This design comes from an exercise in tuning for small area, a short achievable clock period and few clock cycles per item on the open sky130 flow, not from production work.
Where RTL was checked, it was by simulation tests only, not by an equivalence proof against the original.
For runs 1 and 2, only the layout was checked, not whether the RTL still works.

File: design/flow/design.v
module sha256_unit (
    input  wire         clk,
    input  wire         rst,           
    input  wire         blk_valid,
    output wire         blk_ready,
    input  wire         blk_first,
    input  wire [511:0] blk_data,
    output reg          dig_valid,
    input  wire         dig_ready,
    output wire [255:0] dig_data
);
    localparam [31:0] IV0 = 32'h6a09e667, IV1 = 32'hbb67ae85, IV2 = 32'h3c6ef372, IV3 = 32'ha54ff53a,
                      IV4 = 32'h510e527f, IV5 = 32'h9b05688c, IV6 = 32'h1f83d9ab, IV7 = 32'h5be0cd19;
    function [31:0] rotr(input [31:0] x, input integer n);
        rotr = (x >> n) | (x << (32 - n));
    endfunction
    reg         run;         
    reg  [5:0]  t;           
    reg  [5:0]  tk;          
    reg         fin;         
    reg         acc_done;    
    reg  [1:0]  ph;          
    reg         ivl;         
    reg         nv_r;        
    reg         first_r;     
    wire waiting  = !run && !fin;
    wire merge    = fin && nv_r && !first_r;             
    wire ivload   = waiting && nv_r && first_r && !ivl && !dig_valid;
    wire pre      = waiting && nv_r && (ph == 2'd3) && (ivl == first_r);
    wire rot      = waiting && !dig_valid && (ph != 2'd3) && !ivload;
    wire fstep    = run && acc_done && (t == 6'd61 || t == 6'd62 || t == 6'd63);
    wire use_a    = fstep || fin;                        
    wire cstep    = use_a || rot || pre;                 
    wire start    = pre || merge;                        
    assign blk_ready = run && !acc_done && !dig_valid && (t >= 6'd14) && (t <= 6'd60);
    wire   accept    = blk_valid && blk_ready;
    reg  [31:0] a, b, c, d, e, f, g;
    reg  [31:0] p;                       
    reg  [31:0] w [0:15];                
    reg  [31:0] qa0, qa1, qa2, qa3;      
    reg  [31:0] qe0, qe1, qe2, qe3;      
    assign dig_data = {qa0, qa1, qa2, qa3, qe0, qe1, qe2, qe3};
    wire [31:0] big_s1 = rotr(e, 6) ^ rotr(e, 11) ^ rotr(e, 25);
    wire [31:0] ch     = (e & f) ^ (~e & g);
    wire [31:0] big_s0 = rotr(a, 2) ^ rotr(a, 13) ^ rotr(a, 22);
    wire [31:0] maj    = (a & b) ^ (a & c) ^ (b & c);
    function [63:0] csa(input [31:0] x, input [31:0] y, input [31:0] z);
        csa = {x ^ y ^ z, {(x[30:0] & y[30:0]) | (x[30:0] & z[30:0]) | (y[30:0] & z[30:0]), 1'b0}};
    endfunction
    wire [63:0] x  = csa(p, big_s1, ch);
    wire [63:0] xe = csa(x[63:32], x[31:0], d);
    wire [63:0] xa = csa(x[63:32], x[31:0], big_s0);
    wire [63:0] ya = csa(xa[63:32], xa[31:0], maj);
    wire [31:0] e_new = xe[63:32] + xe[31:0];
    wire [31:0] a_new = ya[63:32] + ya[31:0];
    wire [31:0] sum_a = qa3 + (a & {32{use_a}});
    wire [31:0] sum_e = qe3 + (e & {32{use_a}});
    wire [5:0]  kidx = tk & {6{run}};
    wire [31:0] kt;
    sha256_k u_k (.i(kidx), .k(kt));
    wire [31:0] p_h   = run ? g : qe2;
    wire [63:0] xp    = csa(p_h, kt, w[0]);
    wire [31:0] p_new = xp[63:32] + xp[31:0];
    wire [31:0] sm0   = rotr(w[14], 7) ^ rotr(w[14], 18) ^ (w[14] >> 3);
    wire [31:0] sm1   = rotr(w[1], 17) ^ rotr(w[1], 19) ^ (w[1] >> 10);
    wire [63:0] xw0   = csa(sm1, w[6], sm0);
    wire [63:0] xw1   = csa(xw0[63:32], xw0[31:0], w[15]);
    wire [31:0] w_sch = xw1[63:32] + xw1[31:0];
    wire        in_sel = !run || (t <= 6'd13) || (t == 6'd63);
    wire [3:0]  in_idx = run ? ((t == 6'd63) ? 4'd0 : (t[3:0] + 4'd2)) : (start ? 4'd1 : 4'd0);
    wire [31:0] w_in   = blk_data[511 - 32*in_idx -: 32];
    wire [31:0] w_head = in_sel ? w_in : w_sch;
    integer k;
    always @(posedge clk) begin
        if (run) begin
            a <= a_new; b <= a; c <= b; d <= c;
            e <= e_new; f <= e; g <= f;
        end else begin
            a <= sum_a; b <= qa0; c <= qa1; d <= qa2;
            e <= sum_e; f <= qe0; g <= qe1;
        end
        p <= p_new;
        w[0] <= w_head;
        for (k = 1; k < 16; k = k + 1) w[k] <= w[k-1];
        if (ivload) begin
            qa0 <= IV1; qa1 <= IV2; qa2 <= IV3; qa3 <= IV0;
            qe0 <= IV5; qe1 <= IV6; qe2 <= IV7; qe3 <= IV4;
        end else if (cstep) begin
            qa0 <= sum_a; qa1 <= qa0; qa2 <= qa1; qa3 <= qa2;
            qe0 <= sum_e; qe1 <= qe0; qe2 <= qe1; qe3 <= qe2;
        end
    end
    always @(posedge clk) begin
        nv_r    <= blk_valid && !rst;
        first_r <= blk_first;
        if (rst) begin
            run       <= 1'b0;
            t         <= 6'd0;
            tk        <= 6'd1;
            fin       <= 1'b0;
            acc_done  <= 1'b0;
            ph        <= 2'd0;
            ivl       <= 1'b0;
            dig_valid <= 1'b0;
        end else begin
            if (dig_valid && dig_ready)
                dig_valid <= 1'b0;
            if (accept)
                acc_done <= 1'b1;
            if (ivload) begin
                ivl <= 1'b1;
                ph  <= 2'd3;
            end
            if (rot)
                ph <= ph + 2'd1;
            if (run) begin
                t  <= t + 6'd1;
                tk <= tk + 6'd1;
                if (t == 6'd61 && !acc_done)
                    run <= 1'b0;             
                if (t == 6'd63) begin
                    run <= 1'b0;
                    fin <= 1'b1;
                end
            end
            if (fin) begin
                fin       <= 1'b0;
                dig_valid <= 1'b1;
                ph        <= 2'd0;
            end
            if (start) begin
                run      <= 1'b1;
                t        <= 6'd0;
                tk       <= 6'd1;
                acc_done <= 1'b0;
                ivl      <= 1'b0;
                ph       <= 2'd0;
            end
        end
    end
endmodule
module sha256_k (
    input  wire [5:0]  i,
    output reg  [31:0] k
);
    always @(*) begin
        case (i)
            6'd0: k = 32'h428a2f98;
            6'd1: k = 32'h71374491;
            6'd2: k = 32'hb5c0fbcf;
            6'd3: k = 32'he9b5dba5;
            6'd4: k = 32'h3956c25b;
            6'd5: k = 32'h59f111f1;
            6'd6: k = 32'h923f82a4;
            6'd7: k = 32'hab1c5ed5;
            6'd8: k = 32'hd807aa98;
            6'd9: k = 32'h12835b01;
            6'd10: k = 32'h243185be;
            6'd11: k = 32'h550c7dc3;
            6'd12: k = 32'h72be5d74;
            6'd13: k = 32'h80deb1fe;
            6'd14: k = 32'h9bdc06a7;
            6'd15: k = 32'hc19bf174;
            6'd16: k = 32'he49b69c1;
            6'd17: k = 32'hefbe4786;
            6'd18: k = 32'h0fc19dc6;
            6'd19: k = 32'h240ca1cc;
            6'd20: k = 32'h2de92c6f;
            6'd21: k = 32'h4a7484aa;
            6'd22: k = 32'h5cb0a9dc;
            6'd23: k = 32'h76f988da;
            6'd24: k = 32'h983e5152;
            6'd25: k = 32'ha831c66d;
            6'd26: k = 32'hb00327c8;
            6'd27: k = 32'hbf597fc7;
            6'd28: k = 32'hc6e00bf3;
            6'd29: k = 32'hd5a79147;
            6'd30: k = 32'h06ca6351;
            6'd31: k = 32'h14292967;
            6'd32: k = 32'h27b70a85;
            6'd33: k = 32'h2e1b2138;
            6'd34: k = 32'h4d2c6dfc;
            6'd35: k = 32'h53380d13;
            6'd36: k = 32'h650a7354;
            6'd37: k = 32'h766a0abb;
            6'd38: k = 32'h81c2c92e;
            6'd39: k = 32'h92722c85;
            6'd40: k = 32'ha2bfe8a1;
            6'd41: k = 32'ha81a664b;
            6'd42: k = 32'hc24b8b70;
            6'd43: k = 32'hc76c51a3;
            6'd44: k = 32'hd192e819;
            6'd45: k = 32'hd6990624;
            6'd46: k = 32'hf40e3585;
            6'd47: k = 32'h106aa070;
            6'd48: k = 32'h19a4c116;
            6'd49: k = 32'h1e376c08;
            6'd50: k = 32'h2748774c;
            6'd51: k = 32'h34b0bcb5;
            6'd52: k = 32'h391c0cb3;
            6'd53: k = 32'h4ed8aa4a;
            6'd54: k = 32'h5b9cca4f;
            6'd55: k = 32'h682e6ff3;
            6'd56: k = 32'h748f82ee;
            6'd57: k = 32'h78a5636f;
            6'd58: k = 32'h84c87814;
            6'd59: k = 32'h8cc70208;
            6'd60: k = 32'h90befffa;
            6'd61: k = 32'ha4506ceb;
            6'd62: k = 32'hbef9a3f7;
            6'd63: k = 32'hc67178f2;
            default: k = 32'h0;
        endcase
    end
endmodule
File: design/flow/run.sh
#!/bin/bash
# synth_recipe.tcl (not shown) runs the flow's synth.tcl, then flattens the netlist and writes it again
# the make line also repeats each setting of config.mk as NAME=value (left out here)
make -C /OpenROAD-flow-scripts/flow DESIGN_CONFIG=/design/flow/config.mk WORK_HOME=/design/flow/orfs CLKGATE_MAP_FILE= SYNTH_SCRIPT=/design/flow/synth_recipe.tcl finish
File: design/flow/config.mk
export PLATFORM = sky130hd
export DESIGN_NAME = sha256_unit
export DESIGN_NICKNAME = sha256_unit
export VERILOG_FILES = /design/flow/design.v
export SDC_FILE = /design/flow/constraint.sdc
export NUM_CORES = 4
export LEC_CHECK = 0
export CAP_MARGIN = 20
export CORE_MARGIN = 2
export CORE_UTILIZATION = 40
export SETUP_SLACK_MARGIN = 5
export SLEW_MARGIN = 20
File: design/flow/constraint.sdc
create_clock -name core_clock -period 10.0 [get_ports {clk}]
set_input_delay 2.0000 -clock core_clock [delete_from_list [all_inputs] [get_ports {clk}]]
set_output_delay 2.0000 -clock core_clock [all_outputs]
set_load 0.01 [all_outputs]
==> results of run 1 <==
[critical path, cell delays in order, from the launching register on]
cell,delay (ps)
dfxtp_4,400
buf_12,160
nand2_8,120
inv_12,50
ha_4,300
buf_8,160
nor2_4,120
a211oi_1,60
a21oi_1,130
nor2_1,70
nor3_2,140
a21oi_2,90
fa_1,560
inv_1,60
ha_2,190
fa_2,380
a211oi_4,250
o21bai_2,130
a221o_1,350
a21o_1,250
a41oi_2,220
o21ai_2,130
a21boi_2,210
o31ai_2,90
o41a_1,340
xnor2_1,130
[logic make-up after synthesis]
family,share of synthesized area (%)
buffers and inverters,4.88
adder cells (fa/ha/maj),13.9
AND/OR/NAND/NOR,11.8
flip-flops,39.7
AO/OA/AOI/OAI,13.1
XOR/XNOR,7.25
multiplexers,9.37
[metrics by stage]
stage | hold slack [ps] | area, µm² | utilization [%]
finish | 321 | 68400 | 52.2
global route | 325 | 68400 | 52.2
CTS | 321 | 67300 | 51.3
detailed placement | 312 | 62100 | 47.3
global placement | 310 | 62100 | 47.3
floorplan | 310 | 52800 | -
[sequential cells by signal, summed over array words and instances, names as in the netlist, 2 cells and up]
name,cells
c,32
t,6
qa2,32
w,512
g,32
qa0,32
f,32
d,32
tk,6
qe1,32
a,32
qa3,32
ph,2
b,32
e,32
qe3,32
p,32
qe0,32
qa1,32
qe2,32
[synthesized netlist by cell type, types with 7 or more instances]
cell type  instances
mux4_2            96
a221o_1            7
a21oi_1          397
o21ai_1           37
o22ai_1           12
dfxtp_1         1045
or2_2              7
nor2_1           190
nand2b_1          39
xor2_1           118
o311ai_0           7
o21a_1            19
mux2_2           208
a311oi_1          18
and2_1            10
o31ai_1           17
maj3_1            31
nor3_1            40
or3_1             18
o221ai_1          10
nand3_1          179
nand3b_1           7
nand2_1          784
and3_1            35
buf_1             25
a2111oi_0         18
a31oi_1           34
o211ai_1          55
a22oi_1           17
a211oi_1          43
nand4_1           10
fa_1             219
nor2b_1           85
a221oi_1           8
ha_1             212
xnor2_1          317
inv_1            332
buf_2             20
o21ai_0          229
o21bai_1          24
mux2i_1           44
a21o_1            87
clkbuf_1         283
[layer usage]
layer,up-vias,GRT usage (%),routed length (µm)
li1,20234,-,-
met1,22157,50.4,108000
met2,2083,45.4,91900
met3,302,9.78,24900
met4,14,8.61,6590
met5,-,0,93
[what timing repair did]
action | in CTS | in global routing
setup endpoints to repair | 106 | 61
hold buffers | 0 | 0
setup buffers | 55 | 45
resized for setup | 219 | 158
pin swaps | 44 | 67
cloned | 7 | 4
[layout make-up]
| class | count | area (µm²) | area share [%] |
|---|---|---|---|
| inverters | 337 | 1310 | 1.91 |
| flip-flops and latches | 1045 | 21000 | 30.7 |
| clock inverters | 54 | 674 | 0.985 |
| multi-input cells | 3786 | 30600 | 44.7 |
| diodes | 13 | 32.5 | 0.0475 |
| well taps | 1755 | 2200 | 3.21 |
| clock buffers | 143 | 3000 | 4.39 |
| repair buffers | 948 | 9660 | 14.1 |
[how the worst max path moves through the flow]
stage	slack (ps)	to	cells after the start
after detailed placement	3310	p[31]	21
after CTS	4790	p[31]	25
final	4800	p[31]	25
after global placement	3270	p[31]	21
after floorplan	5010	p[31]	26
after global routing	4670	p[31]	25
==> summary.txt, run 1 <==
result of the run=complete, no violations; vertical die dimension=367 µm; Remaining DRCs=0; library cell occupying the most area in the post-synthesis netlist=dfxtp_1; beginning of the worst hold path=w[10][28]; number of port buffers=774; Setup crit start kind=register; IO Pins=775; category of the critical setup timing path=reg2reg; pin count of the biggest net entering global routing=155; synthesized instance count=5,499; clock latency of the later-clocked register in the worst-skew pair=750 ps; Root Driver=clkbuf_16; GP Congestion=1.00; Avg Vias per Cell=5.54; number of CTS-inserted buffers=105; setup repair after global routing missed its margin=true; Register-to-Register Setup Slack=4800 ps; portion of the post-synthesis area used by sequential elements=39.7%; final period utilization=52.0%; placed insts=7,760; Num Clock Sinks=1,045; clock period minus final worst setup slack=5200 ps; worst setup path startpoint=run; path category of the worst min-delay check=reg2reg; dominant cells by area after synthesis=dfxtp_1 40%, fa_1 8.3%, nand2_1 5.6%; max-slew headroom at the worst pin=24.6%; half-perimeter wire length after detailed placement=180,000 µm; Mapped Avg Cell Area=9.59 µm²; leading cell type in the layout, fill and taps excluded=dfxtp_1; total number of nets in the final design=7,171; endpoint kind of the worst setup timing path=register; most frequent cells in the layout=1,014 x dfxtp_1, 774 x clkdlybuf4s50_1, 770 x nand2_1; CP required=10,620 ps; initial antenna violation count=29; hold violation total from the final report=0; final setup vio count=0; number of cells on the worst hold path=0; most instantiated flip-flop cell in the synthesis netlist=dfxtp_1; Pins Over Slew Limit=0; area of the mapped netlist=52,800 µm²; Yosys reg bits=1,045; Synth-to-Final Area Change=29.7%; Initial Util=40.2%; CTS clk-pin slew, worst paths=70 ps; GR Util All Layers=33.3%; level count of the clock H-tree=3; pre-CTS WS=3310 ps; remaining number of nets flagged by the antenna check after routing=0; worst-path fanout max=6; wire length after detailed routing=231,000 µm; Detailed Route Iter0 Violations=4,950; Synth async-reset ratio=0%; Final Instance Count excl. Fillers=8,081; post-DR wirelength/cell=28.6 µm; die extent in x=367 µm; Core Region=131,000 µm²; via total after detailed routing=44,790; Total Die Area=135,000 µm²; FF-to-FF path depth=25; number of flops mapped to enable cells by yosys=0; total of fill cells in the finished design=11,908; actual transition at the worst max-transition pin=1130 ps; Distinct cells, synth=89; launching point of the worst reg2reg path=run; max cap viols=0; drt pass-1 iters=5; TritonCTS clock tree=done; vias in the first global route=42,741; min setup slack post-route=4800 ps; proportion of layout cells with a drive suffix above 1=14.4%; aggregate global routing overflow=0; endpoint of the worst register-to-register path=p[31]; post-route clock skew=42.7 ps; global-route wire length before repair=324,000 µm; std cell rows=133; share of the synthesized area in the top cell type=39.7%; post-synthesis net count=6,447; Setup TNS Final=0 ps; Highest Clock Rate=0.192 GHz; yosys synthesis warning count=3; maximum root-to-sink buffer count=3; worst-case hold path end point=w[11][28]; data arrival at the endpoint of the critical path=5820 ps
==> inputs of run 2 (changes only) <==
==> design/flow/flow/run.sh (new file) <==
#!/bin/bash
# Own layout flow: the standard flow (standard synthesis unchanged), with
#  - the port buffers made of the smallest buffer cell, and
#  - timing repair aimed at a setup margin below the clock period (the SDC
#    and its clock period are unchanged).
set -euo pipefail
MARGIN=$(cat flow/margin.txt)
bash standard.sh \
  "BUFFER_PORTS_ARGS=-buffer_cell sky130_fd_sc_hd__buf_1" \
  "SETUP_SLACK_MARGIN=${MARGIN}" \
  finish > standard.log 2>&1
==> design/flow/flow/margin.txt (new file) <==
6
==> design/flow/standard.sh (new file) <==
#!/bin/bash
# synth_recipe.tcl (not shown) runs the flow's synth.tcl, then flattens the netlist and writes it again
# the make line also repeats each setting of config.mk as NAME=value (left out here)
make -C /OpenROAD-flow-scripts/flow DESIGN_CONFIG=/design/flow/config.mk WORK_HOME=/design/flow/orfs CLKGATE_MAP_FILE= SYNTH_SCRIPT=/design/flow/synth_recipe.tcl "${@:-finish}"
--- a/design/flow/config.mk
+++ b/design/flow/config.mk
@@ -8,5 +8,4 @@
 export CAP_MARGIN = 20
 export CORE_MARGIN = 2
 export CORE_UTILIZATION = 40
-export SETUP_SLACK_MARGIN = 5
 export SLEW_MARGIN = 20
removed: design/flow/run.sh
==> run 2 against run 1 <==
Compared with the run above: sequential cell count is the same; global-route usage down 0.39 points; largest cell class unchanged; still clean on timing, DRC and antenna; non-clock buffer count grew 210; sequential share of layout area increased by 0.12 points; first-iteration DRC count decreased by 3.8%; highest routed layer unchanged; via count grew 3.7%; synthesized cell count unchanged; count of clock-buffer cells in the layout is 3 higher; cell area increased by 0.13%.
==> summary.txt, run 2 <==
Highest Clock Rate=0.195 GHz; Critical Path Max Stage Delay=510 ps; maximum root-to-sink buffer count=3; final core utilization=52.3%; endpoint kind of the worst setup timing path=register; Setup TNS Final=0 ps; remaining number of nets flagged by the antenna check after routing=0; number of port buffers=774; Detailed Route Iter0 Violations=4,761; max cap viols=0; proportion of layout cells with a drive suffix above 1=22.6%; Synth async-reset ratio=0%; Pins Over Slew Limit=0; portion of the post-synthesis area used by sequential elements=39.7%; vias in the first global route=43,982; Mapped Avg Cell Area=9.59 µm²; CTS clk-pin slew, worst paths=60 ps; final setup vio count=0; leading cell type by number of instances after synthesis=dfxtp_1; Register-to-Register Setup Slack=4880 ps; max FFs per register=512; yosys synthesis warning count=3; top cell types by occurrence after synthesis=1,045 x dfxtp_1, 784 x nand2_1, 397 x a21oi_1; Distinct cells, synth=89; hold violation total from the final report=0; wire length after detailed routing=232,000 µm; Placed Instance Area=57,500 µm²; Slowest-stage cell, CP=fa_1; most instantiated flip-flop cell in the synthesis netlist=dfxtp_1; GP Congestion=0.985; top register by number of flip-flops=w; global-route wire length before repair=323,000 µm; result of the run=complete, no violations; Remaining DRCs=0; pin count of the biggest net entering global routing=155; aggregate global routing overflow=0; Total Die Area=135,000 µm²; area of the mapped netlist=52,800 µm²; clock latency of the later-clocked register in the worst-skew pair=750 ps; Avg Vias per Cell=5.60; via total after detailed routing=46,435; category of the critical setup timing path=reg2reg; post-route clock skew=40.9 ps; drt pass-1 iters=6; quantity of hold-fixing buffers added after cts=0; Synth-to-Final Area Change=29.9%; worst hold-check slack=296 ps; Initial Util=40.2%; vertical die dimension=367 µm; most frequent cells in the layout=977 x dfxtp_1, 773 x buf_1, 761 x nand2_1; GR Util All Layers=32.9%; placed insts=7,753; total of fill cells in the finished design=11,953; level count of the clock H-tree=3; sum of buffers and inverters on the critical path=4; path category of the worst min-delay check=reg2reg; Setup crit start kind=register; data arrival at the endpoint of the critical path=5720 ps; max-slew headroom at the worst pin=24.5%; area of the multi-input gates=33,000 µm²; die extent in x=367 µm; Yosys reg bits=1,045; cell type group with the largest total delay on the critical path=compound AO/OA/AOI/OAI gates; clock period minus final worst setup slack=5120 ps; setup repair after global routing missed its margin=true; half-perimeter wire length after detailed placement=171,000 µm; actual transition at the worst max-transition pin=1130 ps; number of CTS-inserted buffers=106; post-DR wirelength/cell=28.0 µm; Root Driver=clkbuf_16; post-synthesis net count=6,447; library cell occupying the most area in the post-synthesis netlist=dfxtp_1; post-route cell area=68,500 µm²; initial antenna violation count=30; final period utilization=51.2%; register area=21,100 µm²; Core Region=131,000 µm²; CP Cell Sequence=buf_8 > nand2_8 > buf_4 > ha_4 > buf_2 > nor2_2 > a311oi_2 > nor3_2 > a21oi_2 > fa_1 > inv_1 > ha_2 > fa_2 > a211oi_4 > o21bai_2 > a221o_1 > a21o_1 > a41oi_2 > o21ai_2 > a21boi_2 > o31ai_2 > o41a_1 > xnor2_1; worst-path fanout max=6; TritonCTS clock tree=done; share of the synthesized area in the top cell type=39.7%; synthesized instance count=5,499; std cell rows=133; number of flops mapped to enable cells by yosys=0; Num Clock Sinks=1,045; IO Pins=775; dominant cells by area after synthesis=dfxtp_1 40%, fa_1 8.3%, nand2_1 5.6%; leading cell type in the layout, fill and taps excluded=dfxtp_1; total number of nets in the final design=7,384; CP required=10,610 ps; Final Instance Count excl. Fillers=8,289
## run 2: area by class of cell
type | count | area share (%)
multi-input cells | 3787 | 48.2
flip-flops and latches | 1045 | 30.8
repair buffers | 1158 | 10.5
clock buffers | 146 | 4.40
well taps | 1755 | 3.20
inverters | 337 | 1.99
clock inverters | 48 | 0.975
diodes | 12 | 0.0438
repair inverters | 1 | 0.00730
## run 2: logic make-up (layout without fill, tap and decap cells)
| group | after synthesis | count (layout) | synth area share [%] |
|---|---|---|---|
| AO/OA/AOI/OAI | 1114 | 1116 | 13.1 |
| XOR/XNOR | 436 | 436 | 7.25 |
| adder cells (fa/ha/maj) | 462 | 462 | 13.9 |
| buffers and inverters | 670 | 1690 | 4.88 |
| flip-flops | 1045 | 1045 | 39.7 |
| multiplexers | 348 | 348 | 9.37 |
| other | 0 | 12 | 0 |
| AND/OR/NAND/NOR | 1424 | 1425 | 11.8 |
## run 2: per-stage QoR
| step | worst slack (ps) |
|---|---|
| after global routing | 4750 |
| after detailed placement | 3640 |
| after floorplan | 5250 |
| after global placement | 3680 |
| final | 4880 |
| after CTS | 4920 |
## run 2: worst paths after layout
check / start / end / cells past startpoint
max: run / p[31] / 23
min: w[9][13] / w[10][13] / 0
max reg2reg: run / p[31] / 23
min reg2reg: w[9][13] / w[10][13] / 0
## run 2: layer usage
layer | share of wire (%) | GRT usage [%] | wire, µm
met3 | 10 | 8.72 | 24300
met1 | 45 | 48.6 | 104000
met4 | 3.5 | 10.5 | 8230
met2 | 41 | 46.1 | 94800
met5 | 0.024 | 0 | 55
## run 2: what timing repair did
item / 4_1_cts / 5_1_grt
buffers inserted: 205 / 99
pin swaps: 278 / 237
gates cloned: 21 / 5
endpoints found under the hold margin: 0 / 0
setup endpoints to repair: 300 / 266
gates resized for setup: 665 / 323
==> inputs of run 3 (changes only) <==
--- a/design/flow/design.v
+++ b/design/flow/design.v
@@ -16,7 +16,6 @@
     endfunction
     reg         run;         
     reg  [5:0]  t;           
-    reg  [5:0]  tk;          
     reg         fin;         
     reg         acc_done;    
     reg  [1:0]  ph;          
@@ -44,28 +43,20 @@
     wire [31:0] ch     = (e & f) ^ (~e & g);
     wire [31:0] big_s0 = rotr(a, 2) ^ rotr(a, 13) ^ rotr(a, 22);
     wire [31:0] maj    = (a & b) ^ (a & c) ^ (b & c);
-    function [63:0] csa(input [31:0] x, input [31:0] y, input [31:0] z);
-        csa = {x ^ y ^ z, {(x[30:0] & y[30:0]) | (x[30:0] & z[30:0]) | (y[30:0] & z[30:0]), 1'b0}};
-    endfunction
-    wire [63:0] x  = csa(p, big_s1, ch);
-    wire [63:0] xe = csa(x[63:32], x[31:0], d);
-    wire [63:0] xa = csa(x[63:32], x[31:0], big_s0);
-    wire [63:0] ya = csa(xa[63:32], xa[31:0], maj);
-    wire [31:0] e_new = xe[63:32] + xe[31:0];
-    wire [31:0] a_new = ya[63:32] + ya[31:0];
+    wire [31:0] x_s = p ^ big_s1 ^ ch;
+    wire [31:0] x_c = {(p[30:0] & big_s1[30:0]) | (p[30:0] & ch[30:0]) | (big_s1[30:0] & ch[30:0]), 1'b0};
+    wire [31:0] e_new = x_s + x_c + d;
+    wire [31:0] a_new = x_s + x_c + big_s0 + maj;
     wire [31:0] sum_a = qa3 + (a & {32{use_a}});
     wire [31:0] sum_e = qe3 + (e & {32{use_a}});
-    wire [5:0]  kidx = tk & {6{run}};
+    wire [5:0]  kidx = run ? (t + 6'd1) : 6'd0;
     wire [31:0] kt;
     sha256_k u_k (.i(kidx), .k(kt));
     wire [31:0] p_h   = run ? g : qe2;
-    wire [63:0] xp    = csa(p_h, kt, w[0]);
-    wire [31:0] p_new = xp[63:32] + xp[31:0];
+    wire [31:0] p_new = p_h + kt + w[0];
     wire [31:0] sm0   = rotr(w[14], 7) ^ rotr(w[14], 18) ^ (w[14] >> 3);
     wire [31:0] sm1   = rotr(w[1], 17) ^ rotr(w[1], 19) ^ (w[1] >> 10);
-    wire [63:0] xw0   = csa(sm1, w[6], sm0);
-    wire [63:0] xw1   = csa(xw0[63:32], xw0[31:0], w[15]);
-    wire [31:0] w_sch = xw1[63:32] + xw1[31:0];
+    wire [31:0] w_sch = sm1 + w[6] + sm0 + w[15];
     wire        in_sel = !run || (t <= 6'd13) || (t == 6'd63);
     wire [3:0]  in_idx = run ? ((t == 6'd63) ? 4'd0 : (t[3:0] + 4'd2)) : (start ? 4'd1 : 4'd0);
     wire [31:0] w_in   = blk_data[511 - 32*in_idx -: 32];
@@ -96,7 +87,6 @@
         if (rst) begin
             run       <= 1'b0;
             t         <= 6'd0;
-            tk        <= 6'd1;
             fin       <= 1'b0;
             acc_done  <= 1'b0;
             ph        <= 2'd0;
@@ -114,8 +104,7 @@
             if (rot)
                 ph <= ph + 2'd1;
             if (run) begin
-                t  <= t + 6'd1;
-                tk <= tk + 6'd1;
+                t <= t + 6'd1;
                 if (t == 6'd61 && !acc_done)
                     run <= 1'b0;             
                 if (t == 6'd63) begin
@@ -131,7 +120,6 @@
             if (start) begin
                 run      <= 1'b1;
                 t        <= 6'd0;
-                tk       <= 6'd1;
                 acc_done <= 1'b0;
                 ivl      <= 1'b0;
                 ph       <= 2'd0;
==> design/flow/run.sh (new file) <==
#!/bin/bash
# synth_recipe.tcl (not shown) runs the flow's synth.tcl, then flattens the netlist and writes it again
# the make line also repeats each setting of config.mk as NAME=value (left out here)
make -C /OpenROAD-flow-scripts/flow DESIGN_CONFIG=/design/flow/config.mk WORK_HOME=/design/flow/orfs CLKGATE_MAP_FILE= SYNTH_SCRIPT=/design/flow/synth_recipe.tcl finish
removed: design/flow/flow/run.sh
removed: design/flow/flow/margin.txt
removed: design/flow/standard.sh
==> run 3 against run 2 <==
Compared with the run above: sequential share of layout area rose by 0.97 points; synthesized cell count fell by 2.6%; critical endpoint unchanged; first-iteration DRC count fell by 2.1%; global-route usage rose by 0.20 points; highest routed layer unchanged; cell count fell by 5.9%; still clean; count of clock-buffer cells in the layout fell by 14; via count fell by 6.7%; hold slack improved by 7.8 ps.
==> summary.txt, run 3 <==
result of the run=complete, no violations; launching point of the worst reg2reg path=t[0]; Mapped Avg Cell Area=9.81 µm²; quantity of hold-fixing buffers added after cts=0; final setup vio count=0; FF-to-FF path depth=23; path category of the worst min-delay check=reg2reg; leading cell type in the layout, fill and taps excluded=dfxtp_1; Initial Util=40.4%; share of the synthesized area in the top cell type=39.6%; Total Die Area=134,000 µm²; Register-to-Register Setup Slack=1740 ps; top cell types by occurrence after synthesis=1,039 x dfxtp_1, 718 x nand2_1, 390 x a21oi_1; dominant cells by area after synthesis=dfxtp_1 40%, fa_1 6.2%, ha_1 5.9%; worst-case hold path end point=w[9][6]; pre-CTS WS=1960 ps; Setup TNS Final=0 ps; global-route wire length before repair=320,000 µm; std cell rows=132; max FFs per register=512; endpoint kind of the worst setup timing path=register; TritonCTS clock tree=done; placed insts=7,592; synthesized instance count=5,355; wire length after detailed routing=228,000 µm; worst-path fanout max=15; half-perimeter wire length after detailed placement=184,000 µm; Yosys reg bits=1,039; final period utilization=82.6%; level count of the clock H-tree=3; actual transition at the worst max-transition pin=1200 ps; clock period minus final worst setup slack=8260 ps; Remaining DRCs=0; Highest Clock Rate=0.121 GHz; final core utilization=50.4%; maximum root-to-sink buffer count=3; GP Congestion=1.01; number of port buffers=774; post-route clock skew=76.3 ps; # resized after CTS=0; Pins Over Slew Limit=0; setup repair after global routing missed its margin=false; share of the synthesized area in compound gates (AO/OA/AOI/OAI)=12.8%; Avg Vias per Cell=5.55; total number of nets in the final design=6,885; IO Pins=775; adder and majority gate portion of the synthesized area=12.6%; area share of and/or/nand/nor cells after synthesis=11.7%; Placed Instance Area=61,700 µm²; number of cells on the worst hold path=0; Synth-to-Final Area Change=24.8%; endpoint of the worst register-to-register path=p[31]; max cap viols=0; die extent in x=366 µm; max-slew headroom at the worst pin=19.9%; initial antenna violation count=32; Final Instance Count excl. Fillers=7,799; most instantiated flip-flop cell in the synthesis netlist=dfxtp_1; portion of the post-synthesis area used by sequential elements=39.6%; data arrival at the endpoint of the critical path=8870 ps; beginning of the worst hold path=w[8][6]; via total after detailed routing=43,318; CTS clk-pin slew, worst paths=80 ps; proportion of layout cells with a drive suffix above 1=9.89%; min setup slack post-route=1740 ps; pin count of the biggest net entering global routing=178; clock latency of the later-clocked register in the worst-skew pair=750 ps; number of flops mapped to enable cells by yosys=0; Synth async-reset ratio=0%; number of CTS-inserted buffers=104; largest family of logic cells by synthesized area=compound AO/OA/AOI/OAI gates; Setup crit start kind=register; post-route cell area=65,500 µm²; mux cell area share after synthesis=11.6%; yosys synthesis warning count=3; leading cell type by number of instances after synthesis=dfxtp_1; Detailed Route Iter0 Violations=4,659; GR Util All Layers=33.1%; top register by number of flip-flops=w; total of fill cells in the finished design=11,983; Post-CTS Setup Repair Bufs=0; Distinct cells, synth=82; xor-xnor portion of the synthesized cell area=7.69%; CP required=10,620 ps; aggregate global routing overflow=0; post-synthesis net count=6,284; drt pass-1 iters=6; worst hold-check slack=303 ps; area of the mapped netlist=52,500 µm²; library cell occupying the most area in the post-synthesis netlist=dfxtp_1; Core Region=130,000 µm²; category of the critical setup timing path=reg2reg; Num Clock Sinks=1,039; most frequent cells in the layout=1,038 x dfxtp_1, 774 x clkdlybuf4s50_1, 717 x nand2_1; remaining number of nets flagged by the antenna check after routing=0; post-DR wirelength/cell=29.2 µm; vertical die dimension=366 µm; Root Driver=clkbuf_16; hold violation total from the final report=0; vias in the first global route=41,631
==> run 3: final cells by class <==
class	instances	area [µm²]	area share, %
Inverter	222	833	1.27
Multi-Input combinational cell	3772	29700	45.4
Antenna cell	12	30.0	0.0458
Timing Repair Buffer	817	8110	12.4
Clock buffer	132	2840	4.33
Sequential cell	1039	20800	31.8
Clock inverter	63	1000	1.53
Tap cell	1742	2180	3.33
==> run 3: logic make-up (layout without fill, tap and decap cells) <==
logic type,after synthesis,after routing
AND/OR/NAND/NOR,1382,1382
AO/OA/AOI/OAI,1075,1075
flip-flops,1039,1039
buffers and inverters,544,1234
XOR/XNOR,461,461
adder cells (fa/ha/maj),435,435
multiplexers,419,419
other,0,12
==> run 3: worst max-delay path, cell delays in order, from the launching register on <==
cell	delay [ps]
dfxtp_1	690
clkinv_1	400
ha_1	770
nand2_1	440
inv_1	460
ha_1	540
inv_1	180
ha_1	320
or2_2	330
mux4_2	460
o21ai_0	330
fa_1	480
inv_1	70
ha_1	280
and2_1	210
a2111o_1	370
a211oi_1	310
nor3_1	170
o21bai_1	310
a21oi_1	140
o21ai_0	300
a211oi_1	130
a211oi_1	270
xnor2_1	160
==> run 3: worst max path at each step <==
stage                from  endpoint  cells after the start
floorplan           e[12]     a[30]                     28
global placement     t[0]     p[31]                     23
detailed placement   t[0]     p[31]                     23
CTS                  t[0]     p[31]                     23
global route         t[0]     p[31]                     23
finish               t[0]     p[31]                     23
==> run 3: metal layers <==
metal  global-route usage (%)  vias to the layer above  wire length [µm]
li1                         -                    19785                 -
met1                     50.0                    21646            110000
met2                     49.2                     1666             97900
met3                     6.34                      211             16500
met4                     5.71                       10              3930
met5                        0                        -                73
Testbench counts of run 3, summed over its fixed seeds: cycles 63,337, blocks 960.

## re-timing with driven ports
The flow's constraints put no driver on any port. The routed layouts listed below were extracted and timed again, unchanged, in two steps.
Step 1 (the two cells are an assumption about what drives the block):
set clk [get_ports {clk}]
set_driving_cell -lib_cell sky130_fd_sc_hd__clkbuf_16 $clk
set_driving_cell -lib_cell sky130_fd_sc_hd__buf_2 [delete_from_list [all_inputs] $clk]
Step 2 also shifts input and output timing later by t, the mid clock arrival at the registers, as if the neighbouring blocks saw the same clock.
a / b / c = ideal ports / drivers / drivers and shift; a / b = the first two.
run | t (ns) | slack for setup (ns) | worst setup path after step 2 | clock arrival spread, ns
run 1 | 0.805 | 4.797 / 4.797 / 4.797 | register to register | 0.043 / 0.043
run 2 | 0.808 | 4.883 / 4.883 / 4.883 | register to register | 0.041 / 0.041
run 3 | 0.785 | 1.744 / 1.744 / 1.744 | register to register | 0.079 / 0.078
After both steps setup and hold are still met in every run listed.
